From an optimization exercise on the open Yosys and OpenROAD flow, aimed at small area, a short achievable clock period and few clock cycles; shortcuts taken in it are not production practice. In this exercise RTL edits were held to simulation tests only and were not proved equivalent to the original.

<file path="flow/run.sh">
#!/bin/bash
# synth_recipe.tcl (not shown) runs the flow's synth.tcl, then flattens the netlist and writes it again
# the make line also repeats each setting of config.mk as NAME=value (left out here)
make -C /OpenROAD-flow-scripts/flow DESIGN_CONFIG=/design/flow/config.mk WORK_HOME=/design/flow/orfs CLKGATE_MAP_FILE= SYNTH_SCRIPT=/design/flow/synth_recipe.tcl finish
</file>
<file path="flow/constraint.sdc">
create_clock -name core_clock -period 22.0 [get_ports {clk}]
set_input_delay 4.4000 -clock core_clock [delete_from_list [all_inputs] [get_ports {clk}]]
set_output_delay 4.4000 -clock core_clock [all_outputs]
set_load 0.01 [all_outputs]
</file>
<file path="flow/design.v">
module nib_law (
    input  wire        clk,
    input  wire        rst,           
    input  wire        start,         
    input  wire        op_init,       
    input  wire        keep_hist,     
    input  wire        clear,         
    input  wire        outer,         
    input  wire        ff_en,
    input  wire [3:0]  outer_shift,   
    input  wire [3:0]  inner_shift,   
    input  wire [31:0] b0,
    input  wire [31:0] b1,
    input  wire [31:0] b2,
    input  wire [31:0] a1,
    input  wire [31:0] a2,
    input  wire [31:0] kp,
    input  wire [31:0] ki,
    input  wire [31:0] ff_gain,
    input  wire [31:0] d_min,
    input  wire [31:0] d_max,
    input  wire [31:0] lo,
    input  wire [31:0] hi,
    input  wire [31:0] e_o,           
    input  wire [31:0] i_set,         
    input  wire [31:0] i_n,           
    input  wire [31:0] v,             
    input  wire [31:0] vbus,          
    input  wire [19:0] period,        
    output wire        ready,
    output reg         done,
    output wire [31:0] d_out,
    output wire [19:0] on_out,
    output wire [31:0] iref_out,
    output wire [31:0] integ_out,
    output reg  [9:0]  flags
);
    localparam signed [31:0] QMAX = 32'sh7FFF_FFFF;
    localparam signed [31:0] QMIN = 32'sh8000_0000;
    localparam signed [31:0] BUS_FLOOR_V = 32'sd100000;
    localparam [3:0] P_FF = 4'd0, P_KP = 4'd1, P_KI = 4'd2, P_B1 = 4'd3,
                     P_B2 = 4'd4, P_A1 = 4'd5, P_A2 = 4'd6, P_B0 = 4'd7,
                     P_FIN = 4'd8, P_ON = 4'd9;
    function signed [31:0] sat48;
        input signed [47:0] x;
        begin
            if (x > $signed({{16{1'b0}}, QMAX}))
                sat48 = QMAX;
            else if (x < $signed({{16{1'b1}}, QMIN}))
                sat48 = QMIN;
            else
                sat48 = x[31:0];
        end
    endfunction
    function at_bound48;
        input signed [47:0] x;
        begin
            at_bound48 = (x >= $signed({{16{1'b0}}, QMAX})) ||
                         (x <= $signed({{16{1'b1}}, QMIN}));
        end
    endfunction
    function signed [31:0] clamp;
        input signed [31:0] x, l, h;
        begin
            if (x < l)      clamp = l;
            else if (x > h) clamp = h;
            else            clamp = x;
        end
    endfunction
    function signed [47:0] rnd_h;
        input signed [47:0] h;
        input gt, eq;
        begin
            rnd_h = h + {47'd0, gt | (eq & ~h[47])};
        end
    endfunction
    reg        busy;
    reg [3:0]  pc;
    assign ready = !busy;
    wire       acc_go = start && !busy;
    reg        r_init, r_keep, r_outer, r_ffen;
    reg [3:0]  r_ish;
    reg signed [31:0] r_b0, r_b1, r_b2, r_a1, r_a2, r_kp, r_ki;
    reg signed [31:0] r_ffg, r_v;
    reg               r_dneg;             
    reg        [32:0] r_vd;               
    reg        [3:0]  r_s;                
    reg               r_bus_low;          
    reg signed [31:0] r_dmin, r_dmax, r_lo, r_hi;
    reg signed [31:0] r_e;                
    reg signed [31:0] r_in;
    reg        [19:0] r_period;
    reg signed [31:0] integ, e1, e2, y1, y2;
    reg        isp;           
    reg signed [31:0] iref;
    reg signed [33:0] h_kp;               
    reg        g_kp, q_kp;                
    reg signed [31:0] dd;                 
    reg        asat;
    reg        oal;
    reg [66:0] acc;
    assign d_out     = dd;
    assign iref_out  = iref;
    assign integ_out = integ;
    wire eval_outer = r_outer && !r_init;
    wire signed [47:0] e_sh_in = {{16{e_o[31]}}, e_o} <<< outer_shift;
    wire               blow_in = ($signed(vbus) < BUS_FLOOR_V);
    wire        [30:0] vb_in   = blow_in ? BUS_FLOOR_V[30:0] : vbus[30:0];
    reg         [3:0]  s_in;
    integer j;
    always @* begin
        s_in = 4'd15;
        for (j = 16; j <= 30; j = j + 1)
            if (vb_in[j]) s_in = 31 - j;
    end
    reg  signed [32:0] mul_a, mul_b;
    reg                mneg;
    reg  signed [66:0] base;
    always @* begin
        mneg = 1'b0;
        case (pc)
            P_FF: begin      
                mul_a = {r_ffg[31], r_ffg}; mul_b = {r_v[31], r_v};
                mneg  = r_ffg[31] ^ r_v[31];
                base  = {37'd0, r_vd[30:1]};
            end
            P_KP: begin mul_a = {r_kp[31], r_kp}; mul_b = {r_e[31], r_e}; base = 67'sd0; end
            P_KI: begin mul_a = {r_ki[31], r_ki}; mul_b = {r_e[31], r_e}; base = 67'sd0; end
            P_B1: begin mul_a = {r_b1[31], r_b1}; mul_b = {e1[31], e1};   base = 67'sd536870912; end
            P_B2: begin mul_a = {r_b2[31], r_b2}; mul_b = {e2[31], e2};   base = acc; end
            P_A1: begin mul_a = {r_a1[31], r_a1}; mul_b = {y1[31], y1};   base = acc; mneg = 1'b1; end
            P_A2: begin mul_a = {r_a2[31], r_a2}; mul_b = {y2[31], y2};   base = acc; mneg = 1'b1; end
            P_B0: begin mul_a = {r_b0[31], r_b0}; mul_b = {r_e[31], r_e}; base = acc; end
            P_FIN: begin mul_a = 33'sd0; mul_b = 33'sd0; base = acc; end       
            default: begin
                mul_a = {dd[31], dd}; mul_b = {13'd0, r_period};
                base  = dd[31] ? 67'sd536870911 : 67'sd536870912;
            end
        endcase
    end
    reg  [66:0] mac;
    reg  [34:0] pp;
    reg  [2:0]  bb;
    reg         b_neg, b_one, b_two;
    integer m;
    always @* begin
        mac = base;
        for (m = 0; m < 17; m = m + 1) begin
            bb    = {(2*m+1 <= 32) ? mul_b[2*m+1] : mul_b[32], mul_b[2*m], (m == 0) ? 1'b0 : mul_b[2*m-1]};
            b_neg = bb[2] ^ mneg;
            b_one = bb[1] ^ bb[0];
            b_two = (bb == 3'b100) || (bb == 3'b011);
            pp    = b_one ? {{2{mul_a[32]}}, mul_a} : b_two ? {mul_a[32], mul_a, 1'b0} : 35'd0;
            pp    = pp ^ {35{b_neg}};
            mac   = mac + ({32'd0, ~pp[34], pp[33:0]} << (2*m)) + ({66'd0, b_neg} << (2*m));
        end
        for (m = 0; m < 17; m = m + 1)
            mac = mac - (67'd1 << (34 + 2*m));
    end
    assign on_out = acc[49:30];
    reg  [35:0] d_s, d_c;
    reg  [3:0]  d_est;
    reg  [30:0] d_tp, d_n;
    reg         d_ovf, d_run, d_fin, d_ok;
    reg  [2:0]  d_cnt;
    reg         prev_ff;                  
    reg  [30:0] ff_q;                     
    wire [64:0] x_n2   = {acc[63:0], r_vd[0]};
    wire [63:0] x_sh   = x_n2[63:0] << r_s;
    wire [32:0] den_ld = {r_vd[31:0], 1'b0} << r_s;
    wire [32:0] den    = prev_ff ? den_ld : r_vd;
    wire [35:0] add_p  = ~{3'd0, den};
    wire [35:0] add_n  = {3'd0, den};
    function [3:0] est_next;
        input [35:0] av, bv, addv;
        reg [35:0] sx, cx;
        begin
            sx = av ^ bv ^ addv;
            cx = (av & bv) | (av & addv) | (bv & addv);
            est_next = sx[34:31] + cx[33:30];
        end
    endfunction
    reg  [35:0] s_n, c_n, av, bv, addv;
    reg  [30:0] tp_n, n_n;
    reg  [3:0]  est, e_p, e_z, e_n;
    reg         q_p, q_z;
    reg  [35:0] s_2, c_2;                 
    reg  [1:0]  qp_2, qn_2;               
    integer k;
    always @* begin
        s_n  = d_s;
        c_n  = d_c;
        tp_n = d_tp;
        n_n  = d_n;
        est  = d_est;
        s_2  = 36'd0;
        c_2  = 36'd0;
        qp_2 = 2'd0;
        qn_2 = 2'd0;
        for (k = 0; k < 5; k = k + 1) begin
            av   = {s_n[34:0], tp_n[30]};
            bv   = {c_n[34:0], 1'b0};
            e_p  = est_next(av, bv, add_p);
            e_z  = est_next(av, bv, 36'd0);
            e_n  = est_next(av, bv, add_n);
            q_p  = !est[3];
            q_z  = (est == 4'b1111);
            if (q_p) begin                            
                addv  = add_p;
                bv[0] = 1'b1;
                est   = e_p;
            end else if (q_z) begin                   
                addv  = 36'd0;
                est   = e_z;
            end else begin                            
                addv  = add_n;
                est   = e_n;
            end
            tp_n = {tp_n[29:0], q_p};
            n_n  = {n_n[29:0], !q_p && !q_z};
            s_n = av ^ bv ^ addv;
            c_n = (av & bv) | (av & addv) | (bv & addv);
            c_n = {c_n[34:0], 1'b0};
            if (k < 2) begin
                qp_2[1-k] = q_p;
                qn_2[1-k] = !q_p && !q_z;
            end
            if (k == 1) begin
                s_2 = s_n;
                c_2 = c_n;
            end
            if (k == 0 && prev_ff) begin
                s_n  = {3'd0, x_sh[63:31]};
                c_n  = 36'd0;
                tp_n = x_sh[30:0];
                n_n  = 31'd0;
                est  = {2'b00, x_sh[63:62]};
            end
        end
    end
    wire [35:0] d_rem  = s_2 + c_2;
    wire [28:0] d_z    = d_tp[28:0] + ~d_n[28:0];
    wire [28:0] d_z1   = d_z + 29'd1;
    wire [2:0]  d_u    = 3'd4 + {qp_2[1], 1'b0} + {2'd0, qp_2[0]}
                              - {qn_2[1], 1'b0} - {2'd0, qn_2[0]} - {2'd0, d_rem[35]};
    wire [30:0] d_q    = {d_u[2] ? d_z1 : d_z, d_u[1:0]};
    wire        ff_sat = d_ovf || (!r_dneg && (&ff_q));
    wire [31:0] ff_x   = !r_ffen ? 32'd0 :
                         ff_sat  ? (r_dneg ? QMIN : QMAX) :
                                   ({1'b0, ff_q} ^ {32{r_dneg}});
    wire        ff_ci  = r_ffen && !ff_sat && r_dneg;
    wire signed [31:0] ff_use = ff_x + {31'd0, ff_ci};
    reg  signed [31:0] ff_r;              
    wire signed [47:0] pre_x = rnd_h({{14{h_kp[33]}}, h_kp} + {{16{integ[31]}}, integ}, g_kp, q_kp);
    wire signed [47:0] ic_x  = rnd_h({{14{acc[63]}}, acc[63:30]} + {{16{integ[31]}}, integ},
                                     acc[29:0] > 30'h2000_0000, acc[29:0] == 30'h2000_0000);
    wire signed [31:0] pre_s = sat48(pre_x);
    wire               upd   = (r_lo < pre_s) && (pre_s < r_hi) && !isp;
    wire signed [32:0] ei_dif = {iref[31], iref} - {r_in[31], r_in};
    wire signed [47:0] ei_sh  = {{15{ei_dif[32]}}, ei_dif} <<< r_ish;
    wire signed [36:0] y_h    = acc[66:30];
    wire               y_tneg = (acc[29:0] == 30'd0) && (y_h[36] || y_h == 37'sd0);
    wire               y_hi   = (y_h >= $signed({5'd0, QMAX}));
    wire               y_lo   = y_tneg ? (y_h <= $signed({5'h1f, QMIN}) + 37'sd1)
                                       : (y_h <= $signed({5'h1f, QMIN}));
    wire signed [31:0] y_a    = y_hi ? QMAX : y_lo ? QMIN : y_h[31:0];
    wire               y_t    = y_tneg && !y_hi && !y_lo;
    wire signed [32:0] draw_x = {y_a[31], y_a} + {ff_x[31], ff_x} + {32'd0, ff_ci} - {32'd0, y_t};
    wire signed [31:0] d_raw  = sat48({{15{draw_x[32]}}, draw_x});
    wire               d_lt   = (d_raw < r_dmin);
    wire               d_gt   = (d_raw > r_dmax);
    wire signed [31:0] d_cl   = d_lt ? r_dmin : d_gt ? r_dmax : d_raw;
    wire signed [47:0] y1_x   = {{16{dd[31]}}, dd} - {{16{ff_r[31]}}, ff_r};
    wire signed [31:0] start_d = clamp(r_ffen ? ff_use : r_dmin, r_dmin, r_dmax);
    wire fin_ok = !r_ffen || d_ok;
    always @(posedge clk) begin
        acc <= mac;
        prev_ff <= busy && (pc == P_FF) && !acc_go;
        if (prev_ff)
            d_ovf <= (acc[63:30] >= {1'b0, r_vd[31:0], 1'b0});
        if (prev_ff)
            r_vd <= den_ld;
        if (prev_ff || d_run) begin
            d_est <= est;
            d_s  <= s_n;
            d_c  <= c_n;
            d_tp <= tp_n;
            d_n  <= n_n;
        end
        if (d_fin)
            ff_q <= d_q;
        if (rst) begin
            busy  <= 1'b0;
            pc    <= P_ON;
            done  <= 1'b0;
            integ <= 32'sd0;
            e1    <= 32'sd0;
            e2    <= 32'sd0;
            y1    <= 32'sd0;
            y2    <= 32'sd0;
            isp   <= 1'b0;
            flags <= 10'd0;
            d_run <= 1'b0;
            d_fin <= 1'b0;
            d_ok  <= 1'b0;
            d_cnt <= 3'd0;
            prev_ff <= 1'b0;
        end else begin
            done <= 1'b0;
            d_fin <= 1'b0;
            if (prev_ff) begin
                d_run <= 1'b1;
                d_cnt <= 3'd1;
            end else if (d_run) begin
                d_cnt <= d_cnt + 3'd1;
                if (d_cnt == 3'd5) begin
                    d_run <= 1'b0;
                    d_fin <= 1'b1;
                end
            end else if (d_fin) begin
                d_ok  <= 1'b1;
            end
            if (acc_go) begin
                busy      <= 1'b1;
                pc        <= ff_en ? P_FF : op_init ? P_FIN : outer ? P_KP : P_B1;
                r_init    <= op_init;
                r_keep    <= keep_hist;
                r_outer   <= outer;
                r_ffen    <= ff_en;
                r_ish     <= inner_shift;
                r_b0      <= b0;
                r_b1      <= b1;
                r_b2      <= b2;
                r_a1      <= a1;
                r_a2      <= a2;
                r_kp      <= kp;
                r_ki      <= ki;
                r_ffg     <= ff_gain;
                r_v       <= v;
                r_dneg    <= (ff_gain != 32'd0) && (v != 32'd0) && (ff_gain[31] ^ v[31]);
                r_vd      <= {2'd0, vb_in};
                r_s       <= s_in;
                r_bus_low <= blow_in;
                r_dmin    <= d_min;
                r_dmax    <= d_max;
                r_lo      <= lo;
                r_hi      <= hi;
                r_e       <= sat48(e_sh_in);
                asat      <= outer && !op_init && at_bound48(e_sh_in);
                r_in      <= i_n;
                iref      <= op_init ? 32'sd0 : i_set;
                r_period  <= period;
                oal       <= 1'b0;
                d_ok      <= 1'b0;
                d_run     <= 1'b0;
                d_fin     <= 1'b0;
                d_cnt     <= 3'd0;
                if (clear)
                    flags[5:0] <= 6'd0;
            end else if (busy) begin
                case (pc)
                    P_FF:  pc <= r_init ? P_FIN : r_outer ? P_KP : P_B1;
                    P_KP:  pc <= P_KI;
                    P_KI: begin
                        h_kp <= acc[63:30];
                        g_kp <= (acc[29:0] > 30'h2000_0000);
                        q_kp <= (acc[29:0] == 30'h2000_0000);
                        pc   <= P_B1;
                    end
                    P_B1: begin
                        if (eval_outer) begin
                            asat <= asat | at_bound48(pre_x) | (upd & at_bound48(ic_x));
                            if (upd)
                                integ <= sat48(ic_x);
                        end
                        pc <= P_B2;
                    end
                    P_B2: begin
                        if (eval_outer) begin
                            asat <= asat | at_bound48(pre_x);
                            iref <= clamp(pre_s, r_lo, r_hi);
                        end
                        pc <= P_A1;
                    end
                    P_A1: begin
                        oal  <= r_outer && ((iref == r_lo) || (iref == r_hi));
                        r_e  <= sat48(ei_sh);
                        asat <= asat | at_bound48(ei_sh);
                        pc   <= P_A2;
                    end
                    P_A2:  pc <= P_B0;
                    P_B0:  pc <= P_FIN;
                    P_FIN: if (fin_ok) begin
                        ff_r <= ff_use;
                        if (r_init) begin
                            dd <= start_d;
                            if (!r_keep) begin
                                e1  <= 32'sd0;
                                e2  <= 32'sd0;
                                y1  <= 32'sd0;
                                y2  <= 32'sd0;
                                isp <= 1'b0;
                            end
                            integ <= clamp(r_in, r_lo, r_hi);
                        end else begin
                            dd   <= d_cl;
                            e2   <= e1;
                            e1   <= r_e;
                            y2   <= y1;
                            isp  <= d_lt | d_gt;
                            flags[9] <= oal;
                            flags[8] <= d_lt | d_gt;
                            if (oal)                  flags[3] <= 1'b1;
                            if (d_lt)                 flags[2] <= 1'b1;
                            if (d_gt)                 flags[1] <= 1'b1;
                            if (r_ffen && r_bus_low)  flags[5] <= 1'b1;
                            if (asat || y_hi || y_lo || at_bound48({{15{draw_x[32]}}, draw_x}) ||
                                (r_ffen && ff_sat))
                                flags[0] <= 1'b1;
                        end
                        pc <= P_ON;
                    end
                    default: begin        
                        if (!r_init) begin
                            y1 <= sat48(y1_x);
                            if (at_bound48(y1_x))
                                flags[0] <= 1'b1;
                        end
                        done <= 1'b1;
                        busy <= 1'b0;
                    end
                endcase
            end
        end
    end
endmodule
</file>
<file path="flow/config.mk">
export PLATFORM = sky130hd
export DESIGN_NAME = nib_law
export DESIGN_NICKNAME = nib_law
export VERILOG_FILES = /design/flow/design.v
export SDC_FILE = /design/flow/constraint.sdc
export NUM_CORES = 4
export LEC_CHECK = 0
export CAP_MARGIN = 20
export CORE_MARGIN = 2
export CORE_UTILIZATION = 30
export PLACE_DENSITY = 0.5
export SLEW_MARGIN = 20
</file>
==> results.txt, run 1 <==
status=no timing/DRC/antenna violations; Clk Latency, worst-skew pair=0.88 ns; Hold Vio Cnt, Final=0; Worst Path Arrival=14.21 ns; TritonCTS clock tree=built; Initial Util=30.2%; Post-Synth XOR/XNOR Area=7.80%; max_slew headroom=19.5%; Final #Nets=14800; Placed Cells incl. Taps=17400; R2R Setup Slk=8.38 ns; crit-path most repeated cell=a21o_1; RSZ-0062 raised after global routing=no; Cell variety after synth=108; worst hold stages=2; Final min period=13.62 ns; critical path's largest stage delay=0.91 ns; post-route ant nets=0; Top FF cell, synth=edfxtp_1; CTS max path bufs=4; Synth Area in Simple Gates=13.1%; compound-gate portion of the synthesized area=18.0%; grt ovf=0; final setup TNS=0 ns; DR vias=98200; CP max FO=80; Critical Path RT=22.59 ns; critical path startpoint category=flop; vias in the first global route=94300; initial detailed-routing violation count=10700; drc violations=0; fin. max-slew vios=0; Slew @ Worst Pin=1.21 ns; Final Cycle Share=61.9%; vias per cell=5.55; final non-filler cell total=17700; postcts setup bufs=0; register area share after synthesis=26.6%; Fill cells=38400; Core Region=373000 um^2; yosys warns=1; DIE WIDTH=616 um; Setup Crit Path Kind=flop to flop; CP Launch Point=r_s[0]; die area=380000 um^2; wire per inst=28.2 um; syn avg cell area=9.21 um^2; largest family of logic cells by synthesized area=adder cells; IO buf count=704; R2R Path End=ff_q[29]; Reg2Reg Depth=48; Reg clk slew, reported paths=0.06 ns; # IOs=708; post-DP HPWL=389 mm; DR pass1 iterations=6; reg2reg start=r_s[0]; proportion of layout cells with a drive suffix above 1=7.09%; Netlist Area Pre-Place=113000 um^2; Crit-path slowest cell=buf_4; Post-Synth Adder-Cell Area=22.8%; CP endpoint kind=flop; initial antenna violation count=50; largest net degree at the start of global routing=85; Setup Viol. Count Final=0; Critical Path End=ff_q[29]; FF+latch count, synth=1092; Post-Route WL=499 mm; Hold/Removal Path Class=flop to flop; Num CTS Buffers=142; All-Layer GR Usage=25.5%; clk_skew=0.0881 ns; Max Freq=0.0734 GHz; die height=616 um; Core Rows=224; H-tree depth=4; first-pass GRT wire length=710 mm; Final GP Congestion=0.948; hold_buf cts=0; mux cell area share after synthesis=5.41%; Post-synth EDFFs=811; Area Overhead vs Synth=16.2%; clk sinks=1092; Hold Crit Start=y1[8]; CTS resizes=0; post-synthesis cell count=12200; Max Cap Viol=0; Root Driver=clkbuf_16; asr flop ratio synth=0%
[sequential cells by signal, summed over array words and instances, names as in the netlist, 33 cells and up]
name,flops
d_c,33
acc,67
r_vd,33
d_s,34
h_kp,34
[metal layers]
| layer | vias up | GRT usage, % | part of all wire (%) | wire length, um |
|---|---|---|---|---|
| met5 | - | 0 | 0.047 | 233 |
| met3 | 755 | 5.37 | 8.5 | 42400 |
| met2 | 4295 | 40.2 | 45 | 223000 |
| li1 | 44600 | - | - | - |
| met4 | 36 | 10.4 | 4.7 | 23400 |
| met1 | 48500 | 34.0 | 42 | 210000 |
[worst min path at each step]
stage	to	slack (ns)
2_1_floorplan	isp	0.43
3_3_place_gp	flags[2]	0.45
3_5_place_dp	y1[26]	0.46
4_1_cts	y1[26]	0.47
5_1_grt	y1[26]	0.48
6_report	y1[8]	0.47
[critical path: cells and delay by family (launching register included)]
family / cells / cell delay [ns]
AO/OA/AOI/OAI: 15 / 3.04
adder cells (fa/ha/maj): 8 / 2.95
AND/OR/NAND/NOR: 12 / 2.85
buffers and inverters: 8 / 2.81
multiplexers: 2 / 0.84
XOR/XNOR: 3 / 0.44
flip-flops: 1 / 0.32
[cells by family after synthesis]
logic type / count (synthesis)
adders and majority gates: 1622
DFF: 1092
other: 1
buffers and inverters: 1878
xor gates and xnor gates: 999
AOI/OAI and AO/OA: 3141
and+or+nand+nor: 3015
muxes: 474
[synth_stat cells, drive strengths merged, types with 281 or more instances]
cell | count | area share [%]
nand2 | 703 | 2.3
edfxtp | 811 | 22
fa | 715 | 13
clkbuf | 641 | 2.1
nor2 | 788 | 2.6
a21oi | 1067 | 4.7
inv | 1092 | 3.6
dfxtp | 281 | 5.0
ha | 886 | 9.9
o21ai | 488 | 2.2
mux2i | 288 | 2.6
a22oi | 349 | 2.3
xnor2 | 666 | 5.2
xor2 | 332 | 2.6
nor3 | 479 | 2.1
[layout by cell type, fill, tap and decap left out, types with 62 or more instances in the layout]
cell type        Yosys  routed
a211oi_1           176     170
a21o_1             260     258
a21oi_1           1066    1065
a221oi_1            76      75
a22oi_1            349     349
a31oi_1             69      64
and2_1              69      68
and3_1              75      74
buf_4               23     302
clkbuf_16            0     153
clkdlybuf4s50_1      0     701
dfxtp_1            281     279
edfxtp_1           811     811
fa_1               715     715
ha_1               886     877
inv_1             1086    1084
mux2_2              87      87
mux2i_1            288     276
mux4_2              99      99
nand2_1            703     698
nand2b_1            93      92
nand3_1            148     148
nand4_1            193     193
nor2_1             788     769
nor2b_1            130     128
nor3_1             477     473
nor4_1             112     111
o21a_1             131     131
o21ai_0            452     452
o31ai_1             62      62
xnor2_1            666     659
xor2_1             331     320
[through the flow]
step / hold slack (ns) / utilization (%) / area (um^2) / setup WS (ns)
floorplan: 0.432 / - / 113000 / 2.75
CTS: 0.467 / 35.0 / 131000 / 8.22
finish: 0.472 / 35.1 / 131000 / 8.38
detailed placement: 0.458 / 33.8 / 126000 / 8.31
global placement: 0.450 / 33.8 / 126000 / 8.32
global route: 0.483 / 35.1 / 131000 / 7.28
[cell type report]
type	instances	area [um^2]	share of cell area, %
Multi-Input combinational cell	9254	76200	58.3
Clock inverter	63	711	0.544
Antenna cell	14	35.0	0.0268
Timing Repair Buffer	1010	9370	7.16
Inverter	1102	4150	3.17
Clock buffer	192	4090	3.13
Tap cell	4972	6220	4.76
Sequential cell	1092	30000	22.9
Testbench counts, summed over its fixed seeds: cycles 34,611.
==> run 2: changes to the inputs <==
--- a/flow/design.v
+++ b/flow/design.v
@@ -82,5 +82,4 @@
     reg [3:0]  r_ish;
     reg signed [31:0] r_b0, r_b1, r_b2, r_a1, r_a2, r_kp, r_ki;
-    reg signed [31:0] r_ffg, r_v;
     reg               r_dneg;             
     reg        [32:0] r_vd;               
@@ -121,6 +120,6 @@
         case (pc)
             P_FF: begin      
-                mul_a = {r_ffg[31], r_ffg}; mul_b = {r_v[31], r_v};
-                mneg  = r_ffg[31] ^ r_v[31];
+                mul_a = {d_tp[31], d_tp}; mul_b = {d_n[31], d_n};
+                mneg  = d_tp[31] ^ d_n[31];
                 base  = {37'd0, r_vd[30:1]};
             end
@@ -161,9 +160,8 @@
     reg  [35:0] d_s, d_c;
     reg  [3:0]  d_est;
-    reg  [30:0] d_tp, d_n;
+    reg  [31:0] d_tp, d_n;               
     reg         d_ovf, d_run, d_fin, d_ok;
     reg  [2:0]  d_cnt;
     reg         prev_ff;                  
-    reg  [30:0] ff_q;                     
     wire [64:0] x_n2   = {acc[63:0], r_vd[0]};
     wire [63:0] x_sh   = x_n2[63:0] << r_s;
@@ -191,6 +189,6 @@
         s_n  = d_s;
         c_n  = d_c;
-        tp_n = d_tp;
-        n_n  = d_n;
+        tp_n = d_tp[30:0];
+        n_n  = d_n[30:0];
         est  = d_est;
         s_2  = 36'd0;
@@ -245,4 +243,5 @@
                               - {qn_2[1], 1'b0} - {2'd0, qn_2[0]} - {2'd0, d_rem[35]};
     wire [30:0] d_q    = {d_u[2] ? d_z1 : d_z, d_u[1:0]};
+    wire [30:0] ff_q   = d_tp[30:0];
     wire        ff_sat = d_ovf || (!r_dneg && (&ff_q));
     wire [31:0] ff_x   = !r_ffen ? 32'd0 :
@@ -251,5 +250,4 @@
     wire        ff_ci  = r_ffen && !ff_sat && r_dneg;
     wire signed [31:0] ff_use = ff_x + {31'd0, ff_ci};
-    reg  signed [31:0] ff_r;              
     wire signed [47:0] pre_x = rnd_h({{14{h_kp[33]}}, h_kp} + {{16{integ[31]}}, integ}, g_kp, q_kp);
     wire signed [47:0] ic_x  = rnd_h({{14{acc[63]}}, acc[63:30]} + {{16{integ[31]}}, integ},
@@ -257,4 +255,5 @@
     wire signed [31:0] pre_s = sat48(pre_x);
     wire               upd   = (r_lo < pre_s) && (pre_s < r_hi) && !isp;
+    wire signed [31:0] lh_cl = clamp(r_init ? r_in : pre_s, r_lo, r_hi);
     wire signed [32:0] ei_dif = {iref[31], iref} - {r_in[31], r_in};
     wire signed [47:0] ei_sh  = {{15{ei_dif[32]}}, ei_dif} <<< r_ish;
@@ -268,9 +267,9 @@
     wire signed [32:0] draw_x = {y_a[31], y_a} + {ff_x[31], ff_x} + {32'd0, ff_ci} - {32'd0, y_t};
     wire signed [31:0] d_raw  = sat48({{15{draw_x[32]}}, draw_x});
-    wire               d_lt   = (d_raw < r_dmin);
-    wire               d_gt   = (d_raw > r_dmax);
-    wire signed [31:0] d_cl   = d_lt ? r_dmin : d_gt ? r_dmax : d_raw;
-    wire signed [47:0] y1_x   = {{16{dd[31]}}, dd} - {{16{ff_r[31]}}, ff_r};
-    wire signed [31:0] start_d = clamp(r_ffen ? ff_use : r_dmin, r_dmin, r_dmax);
+    wire signed [31:0] d_x    = !r_init ? d_raw : r_ffen ? ff_use : r_dmin;
+    wire               d_lt   = (d_x < r_dmin);
+    wire               d_gt   = (d_x > r_dmax);
+    wire signed [31:0] d_cl   = d_lt ? r_dmin : d_gt ? r_dmax : d_x;
+    wire signed [47:0] y1_x   = {{16{dd[31]}}, dd} - {{16{ff_use[31]}}, ff_use};
     wire fin_ok = !r_ffen || d_ok;
     always @(posedge clk) begin
@@ -285,9 +284,9 @@
             d_s  <= s_n;
             d_c  <= c_n;
-            d_tp <= tp_n;
-            d_n  <= n_n;
+            d_tp <= {1'b0, tp_n};
+            d_n  <= {1'b0, n_n};
         end
         if (d_fin)
-            ff_q <= d_q;
+            d_tp <= {1'b0, d_q};              
         if (rst) begin
             busy  <= 1'b0;
@@ -336,6 +335,6 @@
                 r_kp      <= kp;
                 r_ki      <= ki;
-                r_ffg     <= ff_gain;
-                r_v       <= v;
+                d_tp      <= ff_gain;
+                d_n       <= v;
                 r_dneg    <= (ff_gain != 32'd0) && (v != 32'd0) && (ff_gain[31] ^ v[31]);
                 r_vd      <= {2'd0, vb_in};
@@ -379,5 +378,5 @@
                         if (eval_outer) begin
                             asat <= asat | at_bound48(pre_x);
-                            iref <= clamp(pre_s, r_lo, r_hi);
+                            iref <= lh_cl;
                         end
                         pc <= P_A1;
@@ -392,7 +391,6 @@
                     P_B0:  pc <= P_FIN;
                     P_FIN: if (fin_ok) begin
-                        ff_r <= ff_use;
                         if (r_init) begin
-                            dd <= start_d;
+                            dd <= d_cl;
                             if (!r_keep) begin
                                 e1  <= 32'sd0;
@@ -402,5 +400,5 @@
                                 isp <= 1'b0;
                             end
-                            integ <= clamp(r_in, r_lo, r_hi);
+                            integ <= lh_cl;
                         end else begin
                             dd   <= d_cl;
--- a/flow/config.mk
+++ b/flow/config.mk
@@ -8,5 +8,5 @@
 export CAP_MARGIN = 20
 export CORE_MARGIN = 2
-export CORE_UTILIZATION = 30
-export PLACE_DENSITY = 0.5
+export CORE_UTILIZATION = 55
+export PLACE_DENSITY = 0.7
 export SLEW_MARGIN = 20
==> results.txt, run 2 <==
status=no timing/DRC/antenna violations; DR pass1 iterations=9; most frequent cells in the layout=inv_1, ha_1, a21oi_1, fa_1, nand2_1; post-synthesis cell count=11900; clk sinks=969; register area share after synthesis=23.8%; commonest non-fill, non-tap cell in the layout=inv_1; postcts setup bufs=0; die height=447 um; max_slew headroom=14.5%; Area Overhead vs Synth=12.9%; initial antenna violation count=45; syn avg cell area=9.07 um^2; Top FF cell, synth=edfxtp_1; Final Cycle Share=63.1%; top cells by area, synth=edfxtp_1, fa_1, ha_1, dfxtp_1, xnor2_1; critical path startpoint category=flop; Core Rows=162; Cell variety after synth=100; die area=199000 um^2; Crit-path slowest cell=buf_4; CTS max path bufs=3; Final min period=13.88 ns; Worst Path Arrival=14.51 ns; vias in the first global route=100000; Root Driver=clkbuf_16; Core Region=195000 um^2; Top reg by flops=acc; Max Cap Viol=0; final setup TNS=0 ns; post-route ant nets=0; Synth area leader=edfxtp_1; Slew @ Worst Pin=1.28 ns; Final #Nets=14300; final core occ=62.4%; IO buf count=704; Post-Route WL=480 mm; Critical Path RT=22.63 ns; Num CTS Buffers=112; Initial Util=55.3%; TritonCTS clock tree=built; CP max FO=48; Netlist Area Pre-Place=108000 um^2; RSZ-0062 raised after global routing=no; vias per cell=6.94; Clk Latency, worst-skew pair=0.82 ns; Max Freq=0.0720 GHz; largest net degree at the start of global routing=146; biggest regs=acc: 67 flops, d_s: 34 flops, h_kp: 34 flops; CTS resizes=0; Setup Viol. Count Final=0; crit-path most repeated cell=a21o_1; CP endpoint kind=flop; Hold/Removal Path Class=flop to flop; DIE WIDTH=447 um; top post-synthesis cells by count=inv_1, ha_1, a21oi_1; grt ovf=0; initial detailed-routing violation count=16000; max reg flops=67; critical path's largest stage delay=0.74 ns; FF+latch count, synth=969; Yosys top cell area share=17.4%; # IOs=708; Post-synth EDFFs=624; most common cell in the netlist=inv_1; yosys warns=1; hold_buf cts=0; fin. max-slew vios=0; Setup Crit Path Kind=flop to flop; Hold Vio Cnt, Final=0; Reg clk slew, reported paths=0.06 ns; H-tree depth=3; post-DP HPWL=369 mm; DR vias=104000; All-Layer GR Usage=47.1%; wire per inst=32.1 um; proportion of layout cells with a drive suffix above 1=6.55%; first-pass GRT wire length=688 mm; clk_skew=0.0561 ns; drc violations=0; Final GP Congestion=1.08; asr flop ratio synth=0%
-- run 2: cell count changes after synthesis, moves of 34 or more --
| cell | delta |
|---|---|
| a22oi_1 | +312 |
| a21oi_1 | -298 |
| nor3_1 | -256 |
| edfxtp_1 | -187 |
| nor2_1 | -68 |
| ha_1 | -67 |
| dfxtp_1 | +64 |
| mux2i_1 | +44 |
| a211oi_1 | -41 |
| o21ai_0 | +39 |
| o21a_1 | -38 |
| nand3b_1 | +34 |
-- run 2: stage by stage --
stage                     setup slack, ns  cells  hold slack (ns)  instance area [um^2]
after floorplan                      4.26  11900            0.432                108000
after global placement               8.45  14700            0.450                118000
after detailed placement             8.38  14700            0.459                118000
after CTS                            8.29  14900            0.473                121000
after global routing                 6.92  14900            0.490                122000
final                                8.12  14900            0.472                122000
-- run 2: kinds of logic (layout without fill, tap and decap cells) --
group                      Yosys count  in the layout  share of synthesized area [%]
other                                1             55                        0.00348
adders and majority gates         1550           1550                           23.0
and+or+nand+nor                   2787           2787                           12.7
AOI/OAI and AO/OA                 3169           3169                           19.6
xor gates and xnor gates          1001           1001                           8.15
buffers and inverters             1888           2282                           6.68
muxes                              512            512                           6.01
DFF                                969            969                           23.8
-- run 2: cell type report --
type	instances	area, um^2
Sequential cell	969	25700
Timing Repair Buffer	982	9170
Inverter	1087	4090
Multi-Input combinational cell	9022	75500
Fill cell	16300	73200
Tap cell	2624	3280
Clock buffer	142	3040
Antenna cell	52	130
Clock inverter	71	782
-- run 2: worst paths after layout --
| kind | depth (start not counted) | slack, ns | endpoint | start |
|---|---|---|---|---|
| hold / removal | 2 | 0.47 | flags[9] | flags[9] |
| setup reg to reg | 54 | 8.12 | d_tp[22] | r_s[0] |
| setup / recovery | 54 | 8.12 | d_tp[22] | r_s[0] |
| hold reg to reg | 2 | 0.47 | flags[9] | flags[9] |
-- run 2: per-layer routing --
layer	track usage (%)	wire, um	up-vias
li1	-	-	43400
met1	59.1	172000	50100
met2	68.2	202000	8391
met3	14.3	64300	1893
met4	35.1	42500	16
met5	0	98	-
-- run 2: critical path: cells and delay by family, from the launching register on --
family                   cells  cell delay [ns]
AO/OA/AOI/OAI               19             3.04
adder cells (fa/ha/maj)      7             2.90
multiplexers                 2             0.83
AND/OR/NAND/NOR             13             2.81
XOR/XNOR                     4             0.94
flip-flops                   1             0.32
buffers and inverters        9             2.75
Testbench counts of run 2, summed over its fixed seeds: cycles 34,611.
==> run 3: changes to the inputs <==
--- a/flow/design.v
+++ b/flow/design.v
@@ -104,4 +104,5 @@
     wire eval_outer = r_outer && !r_init;
     wire signed [47:0] e_sh_in = {{16{e_o[31]}}, e_o} <<< outer_shift;
+    wire signed [31:0] e_in    = sat48(e_sh_in);
     wire               blow_in = ($signed(vbus) < BUS_FLOOR_V);
     wire        [30:0] vb_in   = blow_in ? BUS_FLOOR_V[30:0] : vbus[30:0];
@@ -113,29 +114,15 @@
             if (vb_in[j]) s_in = 31 - j;
     end
+    reg  [3:0]         pc_nx;
+    reg  signed [32:0] a_nx, b_nx;
+    reg                n_nx;
+    reg  [3:0]         bs_nx;             
     reg  signed [32:0] mul_a, mul_b;
     reg                mneg;
-    reg  signed [66:0] base;
-    always @* begin
-        mneg = 1'b0;
-        case (pc)
-            P_FF: begin      
-                mul_a = {d_tp[31], d_tp}; mul_b = {d_n[31], d_n};
-                mneg  = d_tp[31] ^ d_n[31];
-                base  = {37'd0, r_vd[30:1]};
-            end
-            P_KP: begin mul_a = {r_kp[31], r_kp}; mul_b = {r_e[31], r_e}; base = 67'sd0; end
-            P_KI: begin mul_a = {r_ki[31], r_ki}; mul_b = {r_e[31], r_e}; base = 67'sd0; end
-            P_B1: begin mul_a = {r_b1[31], r_b1}; mul_b = {e1[31], e1};   base = 67'sd536870912; end
-            P_B2: begin mul_a = {r_b2[31], r_b2}; mul_b = {e2[31], e2};   base = acc; end
-            P_A1: begin mul_a = {r_a1[31], r_a1}; mul_b = {y1[31], y1};   base = acc; mneg = 1'b1; end
-            P_A2: begin mul_a = {r_a2[31], r_a2}; mul_b = {y2[31], y2};   base = acc; mneg = 1'b1; end
-            P_B0: begin mul_a = {r_b0[31], r_b0}; mul_b = {r_e[31], r_e}; base = acc; end
-            P_FIN: begin mul_a = 33'sd0; mul_b = 33'sd0; base = acc; end       
-            default: begin
-                mul_a = {dd[31], dd}; mul_b = {13'd0, r_period};
-                base  = dd[31] ? 67'sd536870911 : 67'sd536870912;
-            end
-        endcase
-    end
+    reg  [3:0]         bsel;
+    wire signed [66:0] base = ({67{bsel[0]}} & acc)
+                            | ({67{bsel[1]}} & {37'd0, r_vd[30:1]})
+                            | ({67{bsel[2]}} & 67'sd536870912)
+                            | ({67{bsel[3]}} & (dd[31] ? 67'sd536870911 : 67'sd536870912));
     reg  [66:0] mac;
     reg  [34:0] pp;
@@ -160,5 +147,5 @@
     reg  [35:0] d_s, d_c;
     reg  [3:0]  d_est;
-    reg  [31:0] d_tp, d_n;               
+    reg  [31:0] d_tp, d_n;
     reg         d_ovf, d_run, d_fin, d_ok;
     reg  [2:0]  d_cnt;
@@ -166,6 +153,5 @@
     wire [64:0] x_n2   = {acc[63:0], r_vd[0]};
     wire [63:0] x_sh   = x_n2[63:0] << r_s;
-    wire [32:0] den_ld = {r_vd[31:0], 1'b0} << r_s;
-    wire [32:0] den    = prev_ff ? den_ld : r_vd;
+    reg  [32:0] den;                      
     wire [35:0] add_p  = ~{3'd0, den};
     wire [35:0] add_n  = {3'd0, den};
@@ -173,8 +159,15 @@
         input [35:0] av, bv, addv;
         reg [35:0] sx, cx;
+        reg [3:0]  x, y;
+        reg        c0, c1, c2;
         begin
             sx = av ^ bv ^ addv;
             cx = (av & bv) | (av & addv) | (bv & addv);
-            est_next = sx[34:31] + cx[33:30];
+            x  = sx[34:31];
+            y  = cx[33:30];
+            c0 = x[0] & y[0];
+            c1 = (x[1] & y[1]) | ((x[1] ^ y[1]) & c0);
+            c2 = (x[2] & y[2]) | ((x[2] ^ y[2]) & c1);
+            est_next = {x[3] ^ y[3] ^ c2, x[2] ^ y[2] ^ c1, x[1] ^ y[1] ^ c0, x[0] ^ y[0]};
         end
     endfunction
@@ -204,14 +197,12 @@
             q_p  = !est[3];
             q_z  = (est == 4'b1111);
+            est  = ({4{q_p}} & e_p) | ({4{q_z}} & e_z) | ({4{!q_p && !q_z}} & e_n);
             if (q_p) begin                            
                 addv  = add_p;
                 bv[0] = 1'b1;
-                est   = e_p;
             end else if (q_z) begin                   
                 addv  = 36'd0;
-                est   = e_z;
             end else begin                            
                 addv  = add_n;
-                est   = e_n;
             end
             tp_n = {tp_n[29:0], q_p};
@@ -239,8 +230,11 @@
     wire [35:0] d_rem  = s_2 + c_2;
     wire [28:0] d_z    = d_tp[28:0] + ~d_n[28:0];
-    wire [28:0] d_z1   = d_z + 29'd1;
-    wire [2:0]  d_u    = 3'd4 + {qp_2[1], 1'b0} + {2'd0, qp_2[0]}
-                              - {qn_2[1], 1'b0} - {2'd0, qn_2[0]} - {2'd0, d_rem[35]};
-    wire [30:0] d_q    = {d_u[2] ? d_z1 : d_z, d_u[1:0]};
+    wire [28:0] d_z1   = d_tp[28:0] - d_n[28:0];
+    wire [2:0]  d_u0   = 3'd4 + {qp_2[1], 1'b0} + {2'd0, qp_2[0]}
+                              - {qn_2[1], 1'b0} - {2'd0, qn_2[0]};
+    wire [2:0]  d_u1   = d_u0 - 3'd1;
+    wire [30:0] d_q0   = {d_u0[2] ? d_z1 : d_z, d_u0[1:0]};
+    wire [30:0] d_q1   = {d_u1[2] ? d_z1 : d_z, d_u1[1:0]};
+    wire [30:0] d_q    = d_rem[35] ? d_q1 : d_q0;
     wire [30:0] ff_q   = d_tp[30:0];
     wire        ff_sat = d_ovf || (!r_dneg && (&ff_q));
@@ -273,11 +267,64 @@
     wire signed [47:0] y1_x   = {{16{dd[31]}}, dd} - {{16{ff_use[31]}}, ff_use};
     wire fin_ok = !r_ffen || d_ok;
+    always @* begin
+        pc_nx = pc;
+        if (acc_go)
+            pc_nx = ff_en ? P_FF : op_init ? P_FIN : outer ? P_KP : P_B1;
+        else if (busy)
+            case (pc)
+                P_FF:  pc_nx = r_init ? P_FIN : r_outer ? P_KP : P_B1;
+                P_KP:  pc_nx = P_KI;
+                P_KI:  pc_nx = P_B1;
+                P_B1:  pc_nx = P_B2;
+                P_B2:  pc_nx = P_A1;
+                P_A1:  pc_nx = P_A2;
+                P_A2:  pc_nx = P_B0;
+                P_B0:  pc_nx = P_FIN;
+                P_FIN: pc_nx = fin_ok ? P_ON : P_FIN;
+                default: pc_nx = P_ON;
+            endcase
+    end
+    always @* begin
+        n_nx  = 1'b0;
+        bs_nx = 4'b0000;
+        case (pc_nx)
+            P_FF: begin      
+                a_nx  = {ff_gain[31], ff_gain}; b_nx = {v[31], v};
+                n_nx  = ff_gain[31] ^ v[31];
+                bs_nx = 4'b0010;
+            end
+            P_KP: begin
+                a_nx = acc_go ? {kp[31], kp} : {r_kp[31], r_kp};
+                b_nx = acc_go ? {e_in[31], e_in} : {r_e[31], r_e};
+            end
+            P_KI: begin a_nx = {r_ki[31], r_ki}; b_nx = {r_e[31], r_e}; end
+            P_B1: begin
+                a_nx  = acc_go ? {b1[31], b1} : {r_b1[31], r_b1};
+                b_nx  = {e1[31], e1};
+                bs_nx = 4'b0100;
+            end
+            P_B2: begin a_nx = {r_b2[31], r_b2}; b_nx = {e2[31], e2}; bs_nx = 4'b0001; end
+            P_A1: begin a_nx = {r_a1[31], r_a1}; b_nx = {y1[31], y1}; bs_nx = 4'b0001; n_nx = 1'b1; end
+            P_A2: begin a_nx = {r_a2[31], r_a2}; b_nx = {y2[31], y2}; bs_nx = 4'b0001; n_nx = 1'b1; end
+            P_B0: begin a_nx = {r_b0[31], r_b0}; b_nx = {r_e[31], r_e}; bs_nx = 4'b0001; end
+            P_FIN: begin a_nx = 33'sd0; b_nx = 33'sd0; bs_nx = 4'b0001; end       
+            default: begin   
+                a_nx  = (pc == P_FIN) ? {d_cl[31], d_cl} : {dd[31], dd};
+                b_nx  = {13'd0, r_period};
+                bs_nx = 4'b1000;
+            end
+        endcase
+    end
     always @(posedge clk) begin
-        acc <= mac;
+        acc   <= mac;
+        mul_a <= a_nx;
+        mul_b <= b_nx;
+        mneg  <= n_nx;
+        bsel  <= bs_nx;
         prev_ff <= busy && (pc == P_FF) && !acc_go;
         if (prev_ff)
             d_ovf <= (acc[63:30] >= {1'b0, r_vd[31:0], 1'b0});
-        if (prev_ff)
-            r_vd <= den_ld;
+        if (pc == P_FF)
+            den <= {r_vd[31:0], 1'b0} << r_s;
         if (prev_ff || d_run) begin
             d_est <= est;
@@ -335,6 +382,4 @@
                 r_kp      <= kp;
                 r_ki      <= ki;
-                d_tp      <= ff_gain;
-                d_n       <= v;
                 r_dneg    <= (ff_gain != 32'd0) && (v != 32'd0) && (ff_gain[31] ^ v[31]);
                 r_vd      <= {2'd0, vb_in};
@@ -345,5 +390,5 @@
                 r_lo      <= lo;
                 r_hi      <= hi;
-                r_e       <= sat48(e_sh_in);
+                r_e       <= e_in;
                 asat      <= outer && !op_init && at_bound48(e_sh_in);
                 r_in      <= i_n;
==> results.txt, run 3 <==
status=no timing/DRC/antenna violations; DR pass1 iterations=10; Crit-path slowest cell=nor4_1; critical path startpoint category=flop; first-pass GRT wire length=670 mm; largest net degree at the start of global routing=162; final setup TNS=0 ns; CP max FO=36; Hold Vio Cnt, Final=0; die area=205000 um^2; RSZ-0062 raised after global routing=no; CP endpoint kind=flop; commonest non-fill, non-tap cell in the layout=inv_1; Root Driver=clkbuf_16; most frequent cells in the layout=inv_1, nand2_1, a21oi_1, nor2_1, ha_1; Setup Viol. Count Final=0; clk_skew=0.0922 ns; Final #Nets=14500; pre-CTS setup slack=10.05 ns; asr flop ratio synth=0%; vias in the first global route=98500; top post-synthesis cells by count=inv_1, nand2_1, a21oi_1; yosys warns=1; hold_buf cts=0; register area share after synthesis=25.9%; grt ovf=0; max_slew headroom=14.2%; Post-Route WL=466 mm; Area Overhead vs Synth=12.0%; Num CTS Buffers=120; syn avg cell area=9.10 um^2; Area after DPL=120000 um^2; Synth area leader=edfxtp_1; grt peak-use layer=met2; die height=453 um; DR vias=103000; wire per inst=30.7 um; Cell variety after synth=109; Core Region=200000 um^2; TritonCTS clock tree=built; worst setup margin=9.47 ns; Clk Latency, worst-skew pair=0.88 ns; most common cell in the netlist=inv_1; vias per cell=6.75; met2 usage=62.6%; Core Rows=164; initial detailed-routing violation count=15600; CTS max path bufs=3; max reg flops=67; CTS resizes=0; Top reg by flops=acc; H-tree depth=3; Max Cap Viol=0; Setup Crit Path Kind=flop to flop; IO buf count=704; Final min period=12.53 ns; Yosys top cell area share=20.2%; top cells by area, synth=edfxtp_1, fa_1, ha_1, dfxtp_1, xnor2_1; post-DP HPWL=357 mm; DIE WIDTH=453 um; M3 GR Usage=16.1%; drc violations=0; FF+latch count, synth=1064; Initial Util=55.4%; Max Freq=0.0798 GHz; postcts setup bufs=0; Netlist Area Pre-Place=111000 um^2; Critical Path RT=22.65 ns; biggest regs=acc: 67 flops, d_s: 34 flops, h_kp: 34 flops; # IOs=708; Post-synth EDFFs=747; Final Cycle Share=56.9%; post-route ant nets=0; fin. max-slew vios=0; Final GP Congestion=1.08; critical path's largest stage delay=0.85 ns; Design Area, Final=124000 um^2; Reg clk slew, reported paths=0.06 ns; Top FF cell, synth=edfxtp_1; routing usage on met1=58.3%; Fill cells=16700; Slew @ Worst Pin=1.27 ns; post-synthesis cell count=12200; clk sinks=1064; crit-path most repeated cell=nor4_1; Worst Path Arrival=13.18 ns; Hold/Removal Path Class=flop to flop; initial antenna violation count=73; proportion of layout cells with a drive suffix above 1=6.14%; All-Layer GR Usage=44.1%
==> run 3: cell types whose count changed in the layout (fill, tap and decap cells not counted), moves of 39 or more <==
cell,change
a211oi_1,-43
a21oi_1,+83
a22oi_1,-76
and2_1,+41
buf_4,-55
dfxtp_1,-40
edfxtp_1,+123
fa_1,+39
mux2i_1,-78
nand2_1,+166
nor2_1,+107
nor3_1,-39
o21ai_0,+120
xor2_1,-48
==> run 3: worst paths after layout <==
check | end | cells after the start | slack, ns | startpoint
max | integ[1] | 37 | 9.47 | integ[0]
min reg2reg | flags[3] | 2 | 0.46 | flags[3]
min | flags[3] | 2 | 0.46 | flags[3]
max reg2reg | integ[1] | 37 | 9.47 | integ[0]
==> run 3: critical path: cells and delay by family, from the launching register on <==
family	cells	cell delay (ns)
AND/OR/NAND/NOR	15	6.11
buffers and inverters	2	0.16
AO/OA/AOI/OAI	15	4.24
adder cells (fa/ha/maj)	4	1.16
multiplexers	1	0.30
flip-flops	1	0.38
==> run 3: cells by family after synthesis <==
kind of cell | count (synthesis) | synth area share [%]
buffers and inverters | 1968 | 6.82
XOR/XNOR | 948 | 7.49
flip-flops | 1064 | 25.9
other | 1 | 0.00338
AND/OR/NAND/NOR | 3053 | 13.2
AO/OA/AOI/OAI | 3168 | 18.8
multiplexers | 430 | 5.07
adder cells (fa/ha/maj) | 1551 | 22.7
==> run 3: cell type report <==
| type | count | area (um^2) | share of cell area (%) |
|---|---|---|---|
| inverter | 1114 | 4180 | 3.37 |
| sequential | 1064 | 28800 | 23.2 |
| clock inverter | 76 | 764 | 0.616 |
| antenna | 58 | 145 | 0.117 |
| tap | 2656 | 3320 | 2.68 |
| timing repair buffer | 924 | 8730 | 7.03 |
| clock buffer | 151 | 3190 | 2.57 |
| multi-input combinational | 9153 | 75000 | 60.4 |
==> run 3: per-layer routing <==
layer  up-vias  share of wire (%)
met5         -              0.067
met4        16                7.0
met3      1583                 14
met2      7667                 41
met1     49500                 38
li1      43800                  -
==> run 3: per-stage QoR <==
| stage | hold WS (ns) | std cells | util [%] |
|---|---|---|---|
| 2_1_floorplan | 0.432 | 12200 | - |
| 3_3_place_gp | 0.445 | 14900 | 60.0 |
| 3_5_place_dp | 0.451 | 14900 | 60.0 |
| 4_1_cts | 0.461 | 15100 | 61.9 |
| 5_1_grt | 0.482 | 15200 | 62.0 |
| 6_report | 0.458 | 15200 | 62.1 |
Testbench counts of run 3, summed over its fixed seeds: cycles 34,611.
==> run 4: changes to the inputs <==
--- a/flow/config.mk
+++ b/flow/config.mk
@@ -8,5 +8,5 @@
 export CAP_MARGIN = 20
 export CORE_MARGIN = 2
-export CORE_UTILIZATION = 55
-export PLACE_DENSITY = 0.7
+export CORE_UTILIZATION = 30
+export PLACE_DENSITY = 0.5
 export SLEW_MARGIN = 20
==> results.txt, run 4 <==
initial detailed-routing violation count=10800; Root Driver=clkbuf_16; # IOs=708; Core Region=369000 um^2; most common cell in the netlist=inv_1; Max Freq=0.0831 GHz; Top reg by flops=acc; TritonCTS clock tree=built; vias in the first global route=93900; FF+latch count, synth=1064; top cells by area, synth=edfxtp_1, fa_1, ha_1, dfxtp_1, xnor2_1; clk_skew=0.0843 ns; largest net degree at the start of global routing=142; Reg clk slew, reported paths=0.06 ns; commonest non-fill, non-tap cell in the layout=inv_1; fin. max-slew vios=0; Hold Vio Cnt, Final=0; Max Cap Viol=0; Final Cycle Share=54.7%; max reg flops=67; reg2reg start=integ[0]; CTS max path bufs=4; yosys warns=1; grt peak-use layer=met2; routing usage on met1=33.7%; hold_buf cts=0; first-pass GRT wire length=699 mm; RSZ-0062 raised after global routing=no; drc violations=0; wire per inst=28.0 um; DR pass1 iterations=8; top post-synthesis cells by count=inv_1, nand2_1, a21oi_1; die area=375000 um^2; H-tree depth=4; CP endpoint kind=flop; Num CTS Buffers=143; Final #Nets=14500; post-synthesis cell count=12200; IO buf count=704; Post-Route WL=491 mm; Initial Util=30.1%; postcts setup bufs=0; crit-path most repeated cell=o21ai_0; Cell variety after synth=109; syn avg cell area=9.10 um^2; CP Launch Point=integ[0]; final setup TNS=0 ns; Netlist Area Pre-Place=111000 um^2; critical path's largest stage delay=0.84 ns; R2R Path End=iref[9]; proportion of layout cells with a drive suffix above 1=6.45%; status=no timing/DRC/antenna violations; CP max FO=63; CTS resizes=0; die height=612 um; grt ovf=0; vias per cell=5.57; DIE WIDTH=612 um; R2R Setup Slk=9.96 ns; DR vias=97500; Area Overhead vs Synth=15.2%; M3 GR Usage=5.27%; Synth area leader=edfxtp_1; clk sinks=1064; Final min period=12.04 ns; Crit-path slowest cell=nand3_1; most frequent cells in the layout=inv_1, nand2_1, a21oi_1, nor2_1, ha_1; Fill cells=38100; initial antenna violation count=57; Final GP Congestion=0.954; Post-synth EDFFs=747; critical path startpoint category=flop; Clk Latency, worst-skew pair=0.86 ns; met2 usage=39.3%; max_slew headroom=16.2%; Top FF cell, synth=edfxtp_1; asr flop ratio synth=0%; Hold/Removal Path Class=flop to flop; Critical Path End=iref[9]; post-DP HPWL=384 mm; Setup Viol. Count Final=0; biggest regs=acc: 67 flops, d_s: 34 flops, h_kp: 34 flops; Reg2Reg Depth=41; final core occ=34.7%; post-route ant nets=0; All-Layer GR Usage=25.5%; Setup Crit Path Kind=flop to flop; register area share after synthesis=25.9%; Core Rows=223; Slew @ Worst Pin=1.25 ns; Worst Path Arrival=12.67 ns; Yosys top cell area share=20.2%; Critical Path RT=22.63 ns
-- run 4: cell families (layout without fill, tap and decap cells) --
kind of cell / count (synthesis) / in the layout / share of synthesized area [%]
compound gates: 3168 / 3168 / 18.8
simple gates: 3053 / 3053 / 13.2
buf+inv: 1968 / 2308 / 6.82
fa+ha+maj: 1551 / 1551 / 22.7
flops: 1064 / 1064 / 25.9
xor+xnor: 948 / 948 / 7.49
mux: 430 / 430 / 5.07
other cells: 1 / 31 / 0.00338
-- run 4: cell type report --
cell class              count  area [um^2]  share of cell area (%)
flip-flops and latches   1064        28800                    22.5
multi-input cells        9153        75000                    58.7
clock inverters            71          727                   0.569
well taps                4950         6190                    4.85
repair buffers            942         8890                    6.96
clock buffers             181         3900                    3.05
inverters                1114         4180                    3.27
diodes                     28         70.1                  0.0548
-- run 4: per-layer routing --
layer | vias to the layer above | routed length, um
met4 | 28 | 28800
met5 | - | 188
li1 | 43800 | -
met3 | 785 | 42200
met1 | 48400 | 204000
met2 | 4461 | 216000
-- run 4: stage by stage --
step,worst slack (ns),cell area (um^2),std cells,hold slack [ns]
6_report,9.96,128000,17500,0.459
5_1_grt,8.99,128000,17500,0.476
4_1_cts,10.03,128000,17500,0.460
3_5_place_dp,10.10,123000,17200,0.453
3_3_place_gp,9.99,123000,17200,0.439
2_1_floorplan,4.79,111000,12200,0.432
-- run 4: worst min-delay path by stage --
stage	depth (start not counted)	end	slack, ns	startpoint
3_5_place_dp	2	flags[3]	0.45	flags[3]
5_1_grt	2	flags[3]	0.48	flags[3]
2_1_floorplan	0	d_ovf	0.43	prev_ff
6_report	2	flags[3]	0.46	flags[3]
3_3_place_gp	2	flags[3]	0.44	flags[3]
4_1_cts	2	flags[3]	0.46	flags[3]
-- run 4: critical path, delay by kind of cell, from the launching register on --
family	cells	cell delay, ns
AND/OR/NAND/NOR	12	4.17
AO/OA/AOI/OAI	20	4.86
multiplexers	3	0.68
adder cells (fa/ha/maj)	4	1.16
buffers and inverters	2	0.59
flip-flops	1	0.41
==> run 5: changes to the inputs <==
--- a/flow/design.v
+++ b/flow/design.v
@@ -244,7 +244,16 @@
     wire        ff_ci  = r_ffen && !ff_sat && r_dneg;
     wire signed [31:0] ff_use = ff_x + {31'd0, ff_ci};
-    wire signed [47:0] pre_x = rnd_h({{14{h_kp[33]}}, h_kp} + {{16{integ[31]}}, integ}, g_kp, q_kp);
-    wire signed [47:0] ic_x  = rnd_h({{14{acc[63]}}, acc[63:30]} + {{16{integ[31]}}, integ},
-                                     acc[29:0] > 30'h2000_0000, acc[29:0] == 30'h2000_0000);
+    wire signed [47:0] integ_x  = {{16{integ[31]}}, integ};
+    wire signed [47:0] integ_x1 = integ_x + 48'sd1;
+    wire signed [47:0] kp_x     = {{14{h_kp[33]}}, h_kp};
+    wire signed [47:0] ki_x     = {{14{acc[63]}}, acc[63:30]};
+    wire signed [47:0] pre_0 = kp_x + integ_x;
+    wire signed [47:0] pre_1 = kp_x + integ_x1;
+    wire signed [47:0] ic_0  = ki_x + integ_x;
+    wire signed [47:0] ic_1  = ki_x + integ_x1;
+    wire               ki_g  = acc[29:0] > 30'h2000_0000;
+    wire               ki_q  = acc[29:0] == 30'h2000_0000;
+    wire signed [47:0] pre_x = (g_kp | (q_kp & ~pre_0[47])) ? pre_1 : pre_0;
+    wire signed [47:0] ic_x  = (ki_g | (ki_q & ~ic_0[47])) ? ic_1 : ic_0;
     wire signed [31:0] pre_s = sat48(pre_x);
     wire               upd   = (r_lo < pre_s) && (pre_s < r_hi) && !isp;
--- a/flow/config.mk
+++ b/flow/config.mk
@@ -8,5 +8,5 @@
 export CAP_MARGIN = 20
 export CORE_MARGIN = 2
-export CORE_UTILIZATION = 30
-export PLACE_DENSITY = 0.5
+export CORE_UTILIZATION = 55
+export PLACE_DENSITY = 0.7
 export SLEW_MARGIN = 20
==> results.txt, run 5 <==
top post-synthesis cells by count=inv_1, nand2_1, a21oi_1; drc violations=0; max reg flops=67; Synth area leader=edfxtp_1; initial detailed-routing violation count=16000; Yosys top cell area share=19.8%; routing usage on met1=58.1%; Root Driver=clkbuf_16; H-tree depth=3; clk sinks=1064; Reg2Reg Depth=36; hold slack=0.462 ns; hold_buf cts=0; Setup Crit Path Kind=flop to flop; wire per inst=30.3 um; Top reg by flops=acc; biggest regs=acc: 67 flops, d_s: 34 flops, h_kp: 34 flops; first-pass GRT wire length=675 mm; CP endpoint kind=flop; fin. max-slew vios=0; IO buf count=704; RSZ-0062 raised after global routing=no; FF+latch count, synth=1064; Hold Vio Cnt, Final=0; DR vias=105000; most common cell in the netlist=inv_1; critical path's largest stage delay=0.83 ns; critical path startpoint category=flop; status=no timing/DRC/antenna violations; Final #Nets=14800; DR pass1 iterations=12; Post-Route WL=468 mm; Core Region=205000 um^2; Netlist Area Pre-Place=113000 um^2; DIE WIDTH=458 um; CTS max path bufs=3; Setup Viol. Count Final=0; commonest non-fill, non-tap cell in the layout=inv_1; crit-path most repeated cell=fa_1; top cells by area, synth=edfxtp_1, fa_1, ha_1, dfxtp_1, xnor2_1; CTS resizes=0; Placed Cells incl. Taps=15200; All-Layer GR Usage=43.3%; register area share after synthesis=25.4%; grt peak-use layer=met2; Cell variety after synth=108; Post-synth EDFFs=747; Initial Util=55.3%; Final Cycle Share=56.7%; TritonCTS clock tree=built; Num CTS Buffers=120; worst path buffer plus inverter count=7; # IOs=708; grt ovf=0; die area=209000 um^2; post-synthesis cell count=12400; vias in the first global route=100000; initial antenna violation count=61; post-route ant nets=0; Slew @ Worst Pin=1.21 ns; syn avg cell area=9.13 um^2; Final GP Congestion=1.07; yosys warns=1; vias per cell=6.77; die height=458 um; Critical Path RT=22.49 ns; Hold/Removal Path Class=flop to flop; worst hold stages=1; clk_skew=0.148 ns; final non-filler cell total=15500; CP top delay family=adder cells; Reg clk slew, reported paths=0.06 ns; number of cells on the critical path=36; largest net degree at the start of global routing=110; most frequent cells in the layout=inv_1, nand2_1, a21oi_1, ha_1, fa_1; M3 GR Usage=13.7%; Area Overhead vs Synth=12.0%; Crit-path slowest cell=edfxtp_1; Max Cap Viol=0; Final min period=12.47 ns; postcts setup bufs=0; proportion of layout cells with a drive suffix above 1=6.43%; Core Rows=166; final core occ=61.9%; met2 usage=62.2%; final setup TNS=0 ns; max_slew headroom=19.0%; Max Freq=0.0802 GHz; asr flop ratio synth=0%; CP max FO=42; post-DP HPWL=362 mm; Worst Path Arrival=12.96 ns; Top FF cell, synth=edfxtp_1; Clk Latency, worst-skew pair=0.88 ns
-- run 5: worst register-to-register path, delay by kind of cell, from the launching register on --
family	cells	cell delay, ns
AOI/OAI and AO/OA	6	0.91
adders and majority gates	14	5.69
muxes	1	0.16
buffers and inverters	7	1.74
xor gates and xnor gates	3	0.41
DFF	1	0.83
and+or+nand+nor	5	2.53
-- run 5: routing by layer --
metal | part of all wire (%) | vias to the layer above
met5 | 0.084 | -
li1 | - | 44600
met1 | 39 | 50800
met4 | 6.4 | 28
met2 | 41 | 7676
met3 | 14 | 1426
-- run 5: stage by stage --
stage | area (um^2) | setup WS [ns]
CTS | 127000 | 9.51
global placement | 122000 | 9.49
finish | 127000 | 9.53
floorplan | 113000 | 4.24
global route | 127000 | 8.84
detailed placement | 122000 | 9.51
-- run 5: final cells by class --
| class | count | area [um^2] |
|---|---|---|
| Clock inverter | 67 | 753 |
| Tap cell | 2688 | 3360 |
| Sequential cell | 1064 | 28800 |
| Antenna cell | 48 | 120 |
| Inverter | 1161 | 4360 |
| Clock buffer | 163 | 3380 |
| Fill cell | 17200 | 77800 |
| Timing Repair Buffer | 918 | 8670 |
| Multi-Input combinational cell | 9342 | 77300 |
-- run 5: final timing paths --
path	to	from	slack, ns
max	d_est[3]	den[31]	9.53
min reg2reg	mul_b[14]	r_period[14]	0.46
min	mul_b[14]	r_period[14]	0.46
max reg2reg	d_est[3]	den[31]	9.53
-- run 5: logic make-up (layout without fill, tap and decap cells) --
| family | after synthesis | count (layout) | synth area share [%] |
|---|---|---|---|
| AOI/OAI and AO/OA | 3272 | 3272 | 19.0 |
| and+or+nand+nor | 2958 | 2958 | 12.5 |
| buffers and inverters | 1987 | 2309 | 6.72 |
| adders and majority gates | 1624 | 1624 | 23.0 |
| DFF | 1064 | 1064 | 25.4 |
| xor gates and xnor gates | 994 | 994 | 7.70 |
| muxes | 491 | 491 | 5.64 |
| other | 1 | 51 | 0.00331 |
Testbench counts of run 5, summed over its fixed seeds: cycles 34,611.

## what the ideal ports hide
The results above use ideal ports. As a check the final layouts listed here were re-extracted and re-timed, cells and wires unchanged.
Step 1 (the two cells are an assumption about what drives the block):
set clk [get_ports {clk}]
set_driving_cell -lib_cell sky130_fd_sc_hd__clkbuf_16 $clk
set_driving_cell -lib_cell sky130_fd_sc_hd__buf_2 [delete_from_list [all_inputs] $clk]
Step 2 times the ports against the registers' clock, not the clock port: input delays grow and output delays shrink by t, the midpoint of the rising clock arrivals with the driver on.
a / b / c = ideal / step 1 / step 2; a / b = the first two.
run	t, ns	setup WS [ns]	worst setup path at the end	slew at the worst register clock pin (ns)	worst data-port slew with drivers (ns)
run 1	0.935	8.378 / 8.378 / 8.378	register to register	0.07 / 0.07	0.20
run 2	0.902	8.120 / 8.120 / 8.120	register to register	0.07 / 0.07	0.23
run 3	0.912	9.474 / 9.474 / 9.474	register to register	0.07 / 0.07	0.18
run 4	0.932	9.962 / 9.962 / 9.962	register to register	0.07 / 0.07	0.37
run 5	0.889	9.531 / 9.531 / 9.531	register to register	0.07 / 0.07	0.19
After both steps every run listed still meets setup and hold.
